Source: an optimization exercise on an open RTL-to-GDS flow (aim: small area and a short achievable clock period). Production flows keep margins and buffers that such runs may drop. Function was checked by simulation only, so behaviour that the tests miss may differ from the original. Power figures rest on the tool's default switching activity, not on a simulated workload.

// dec_unit
module dec_unit (
    input  wire         clk,
    input  wire         rst,       
    input  wire         trig,      
    input  wire [1:0]   op,        
    input  wire [127:0] a,
    input  wire [127:0] b,
    output reg  [127:0] r,         
    output wire         done,      
    output reg          cpl,       
    output reg          dov,       
    output reg          exc,       
    output wire [15:0]  detail     
);
clock: 70.0 ns
lec_check: 0
cap_margin: 20
core_margin: 2
core_utilization: 65
cts_buf_list: sky130_fd_sc_hd__clkbuf_4 sky130_fd_sc_hd__clkbuf_8
slew_margin: 60
standard.sh (not shown) runs the stock make flow with config.mk's settings and CLKGATE_MAP_FILE= SYNTH_SCRIPT=/design/flow/synth_recipe.tcl, a recipe that flattens the netlist after the stock synthesis.
==> flow/flow/run.sh <==
#!/bin/bash
# Standard ORFS layout, with the port buffers made from the smallest buffer
# cell (every input and output port still gets its own buffer), and
# gain-based buffering of high-fanout nets before repair_design.
set -euo pipefail
export BUFFER_PORTS_ARGS="-buffer_cell sky130_fd_sc_hd__buf_1"
export PRE_RESIZE_TCL="$PWD/flow/pre_resize.tcl"
bash standard.sh > standard.log 2>&1
==> flow/flow/pre_resize.tcl <==
set_dont_use [get_lib_cells {sky130_fd_sc_hd__clkdlybuf4s* sky130_fd_sc_hd__dlygate* sky130_fd_sc_hd__dlymetal*}]
repair_design -buffer_gain 4 -slew_margin 60 -cap_margin 20 -verbose
The first run went through all stages and came out clean.
Next try:
==> flow/flow/run.sh (replaced) <==
#!/bin/bash
# Standard ORFS layout, with the port buffers made from the smallest buffer
# cell (every input and output port still gets its own buffer).
set -euo pipefail
export BUFFER_PORTS_ARGS="-buffer_cell sky130_fd_sc_hd__buf_1"
bash standard.sh > standard.log 2>&1
--- a/flow/config.mk
+++ b/flow/config.mk
@@ -9,4 +9,3 @@
 export CORE_MARGIN = 2
-export CORE_UTILIZATION = 65
-export CTS_BUF_LIST = sky130_fd_sc_hd__clkbuf_4 sky130_fd_sc_hd__clkbuf_8
+export CORE_UTILIZATION = 40
 export SLEW_MARGIN = 60
removed: flow/flow/pre_resize.tcl
The changed run completed without violations.
Die area came out higher by 61%.
Synthesized area stays the same.
Worst setup slack got worse by 700 ps.
Wire length shrinks by 2.5%.
Sequential power grows by about 7%.
Clock power went up by 17%.
Worst hold slack gets better by 19 ps.
Non-clock buffer count decreases by 143.
Cell area drops by 2.2%.
Flip-flop and latch count does not change.

---

## the previous run
dec_unit, a different RTL version from the one above (not shown whole).
For scale: ~1700 cells after synthesis, ~410 flip-flops, roughly 410 I/O pins, about 17000 µm² of cells after synthesis.
Settings: LEC_CHECK=0, CAP_MARGIN=20, CORE_MARGIN=2, CORE_UTILIZATION=65, SLEW_MARGIN=60; clock period 70.0 ns.
==> flow/flow/run.sh <==
#!/bin/bash
# Standard ORFS layout, with the port buffers made from the smallest buffer
# cell (every input and output port still gets its own buffer), a two-level
# buffer tree for the trigger input's high-fanout nets before repair_design,
# and a clock tree of larger sink clusters from small buffers, without dummy
# loads.
set -euo pipefail
export BUFFER_PORTS_ARGS="-buffer_cell sky130_fd_sc_hd__buf_1"
export PRE_RESIZE_TCL="$PWD/flow/pre_resize.tcl"
export CTS_ARGS="-sink_clustering_enable -repair_clock_nets -dont_use_dummy_load -sink_clustering_size 14 -sink_clustering_max_diameter 90 -buf_list {sky130_fd_sc_hd__clkbuf_4 sky130_fd_sc_hd__clkbuf_8}"
bash standard.sh > standard.log 2>&1
==> flow/flow/pre_resize.tcl <==
# Rebuild the buffering of the trig input's high-fanout nets: drop the
# buffers placement put on them, then split each net into groups of nearby
# loads, each driven by its own buffer at the group's centre, so that they
# get a shallow two-level tree instead of a chain. repair_design runs after.
set ::group_size 32
set ::buf_cell sky130_fd_sc_hd__buf_8
set ::dbu [[ord::get_db_tech] getDbUnitsPerMicron]

proc out_net {inst} {
  foreach it [$inst getITerms] { if {[$it isOutputSignal]} { return [$it getNet] } }
  return ""
}

# Remove the plain buffers that hang off db net n, so that it drives their loads.
proc flatten_net {n} {
  while 1 {
    set bufs {}
    foreach it [$n getITerms] {
      if {[$it isOutputSignal]} { continue }
      set inst [$it getInst]
      if {[string match "sky130_fd_sc_hd__buf_*" [[$inst getMaster] getName]] && [string match "place*" [$inst getName]]} {
        lappend bufs [get_cells [$inst getName]]
      }
    }
    if {[llength $bufs] == 0} { return }
    remove_buffers $bufs
  }
}

proc split_net {n} {
  global group_size buf_cell dbu
  set loads {}
  foreach it [$n getITerms] {
    if {[$it isOutputSignal]} { continue }
    set box [[$it getInst] getBBox]
    set pin [get_pins "[[$it getInst] getName]/[[$it getMTerm] getName]"]
    lappend loads [list [expr {([$box xMin] + [$box xMax]) / 2}] [expr {([$box yMin] + [$box yMax]) / 2}] $pin]
  }
  set cnt [llength $loads]
  if {$cnt <= $group_size} { return }
  set k [expr {int(ceil(double($cnt) / $group_size))}]
  set cols [expr {int(ceil(sqrt($k)))}]
  set per_col [expr {int(ceil(double($cnt) / $cols))}]
  set byx [lsort -integer -index 0 $loads]
  set made 0
  for {set c 0} {$c < $cols} {incr c} {
    set col [lrange $byx [expr {$c * $per_col}] [expr {($c + 1) * $per_col - 1}]]
    if {[llength $col] == 0} { continue }
    set rows [expr {int(ceil(double([llength $col]) / $group_size))}]
    set per_row [expr {int(ceil(double([llength $col]) / $rows))}]
    set byy [lsort -integer -index 1 $col]
    for {set r 0} {$r < $rows} {incr r} {
      set grp [lrange $byy [expr {$r * $per_row}] [expr {($r + 1) * $per_row - 1}]]
      if {[llength $grp] == 0} { continue }
      set sx 0; set sy 0; set pins {}
      foreach l $grp { incr sx [lindex $l 0]; incr sy [lindex $l 1]; lappend pins [lindex $l 2] }
      set cx [expr {double($sx) / [llength $grp] / $dbu}]
      set cy [expr {double($sy) / [llength $grp] / $dbu}]
      insert_buffer -buffer_cell $buf_cell -net [get_nets [$n getName]] -load_pins $pins -location [list $cx $cy]
      incr made
    }
  }
  puts "trig tree: [$n getName] $cnt loads -> $made buffers"
}

set inbuf ""
foreach it [[[[ord::get_db_block] findBTerm trig] getNet] getITerms] { set inbuf [$it getInst] }
set tn [out_net $inbuf]
flatten_net $tn
# High-fanout nets of the gates that trig feeds directly.
set second {}
foreach it [$tn getITerms] {
  if {[$it isOutputSignal]} { continue }
  set inst [$it getInst]
  if {[string match "*df*" [[$inst getMaster] getName]]} { continue }
  set on [out_net $inst]
  if {$on eq ""} { continue }
  flatten_net $on
  if {[llength [$on getITerms]] > $::group_size + 1} { lappend second $on }
}
split_net $tn
foreach n $second { split_net $n }
## Diff of input files: the current run against the previous run
diff --git a/flow/flow/pre_resize.tcl b/flow/flow/pre_resize.tcl
--- a/flow/flow/pre_resize.tcl
+++ b/flow/flow/pre_resize.tcl
@@ -3,7 +3,7 @@
 # loads, each driven by its own buffer at the group's centre, so that they
 # get a shallow two-level tree instead of a chain. repair_design runs after.
-set ::group_size 32
-set ::buf_cell sky130_fd_sc_hd__buf_8
-set ::dbu [[ord::get_db_tech] getDbUnitsPerMicron]
+set group_size 32
+set buf_cell sky130_fd_sc_hd__buf_8
+set dbu [[ord::get_db_tech] getDbUnitsPerMicron]
 
 proc out_net {inst} {
@@ -77,5 +77,5 @@
   if {$on eq ""} { continue }
   flatten_net $on
-  if {[llength [$on getITerms]] > $::group_size + 1} { lappend second $on }
+  if {[llength [$on getITerms]] > $group_size + 1} { lappend second $on }
 }
 split_net $tn
--- outcome ---
The current run: it failed with a tool error in placement repair (3_4_place_resized), so there are no final results.
Reported for the previous run and the current run, post-synthesis compound-gate area fraction turned out identical to the last digit.
Diff the previous run -> the current run: floorplan die height closely matched the old numbers, area after synthesis barely changed, top-level port count neither gained nor lost much.

[what the ideal ports hide]
No port has a modelled driver above. Below, the same layouts with a new extraction and two added sets of constraints. Step 1 (the two cells are an assumption about what drives the block):
set clk [get_ports {clk}]
set_driving_cell -lib_cell sky130_fd_sc_hd__clkbuf_16 $clk
set_driving_cell -lib_cell sky130_fd_sc_hd__buf_2 [delete_from_list [all_inputs] $clk]
Step 2 adds t to the input delays and takes it off the output delays; t is the mean of the earliest and latest rising clock arrival at the registers after step 1. Input paths then give back, and output paths get back, about the clock's delay inside the block. Slacks: no drivers / after step 1 / after step 2; pairs: no drivers / after step 1.
run	t (ns)	slack for setup (ns)	hold WS [ns]	worst setup path after step 2
the first run of note 1	0.653	54.740 / 54.690 / 54.174	0.428 / 0.428 / 0.428	input to register
the second run of note 1	0.633	54.040 / 54.064 / 53.432	0.447 / 0.447 / 0.447	input to register
the previous run	0.587	54.365 / 54.393 / 53.806	0.446 / 0.446 / 0.446	input to register
After both steps setup and hold are still met in every run listed. The setup slack of the second run of note 1, which loses most, moves by +0.024 ns with the drivers and by -0.608 ns with both steps.
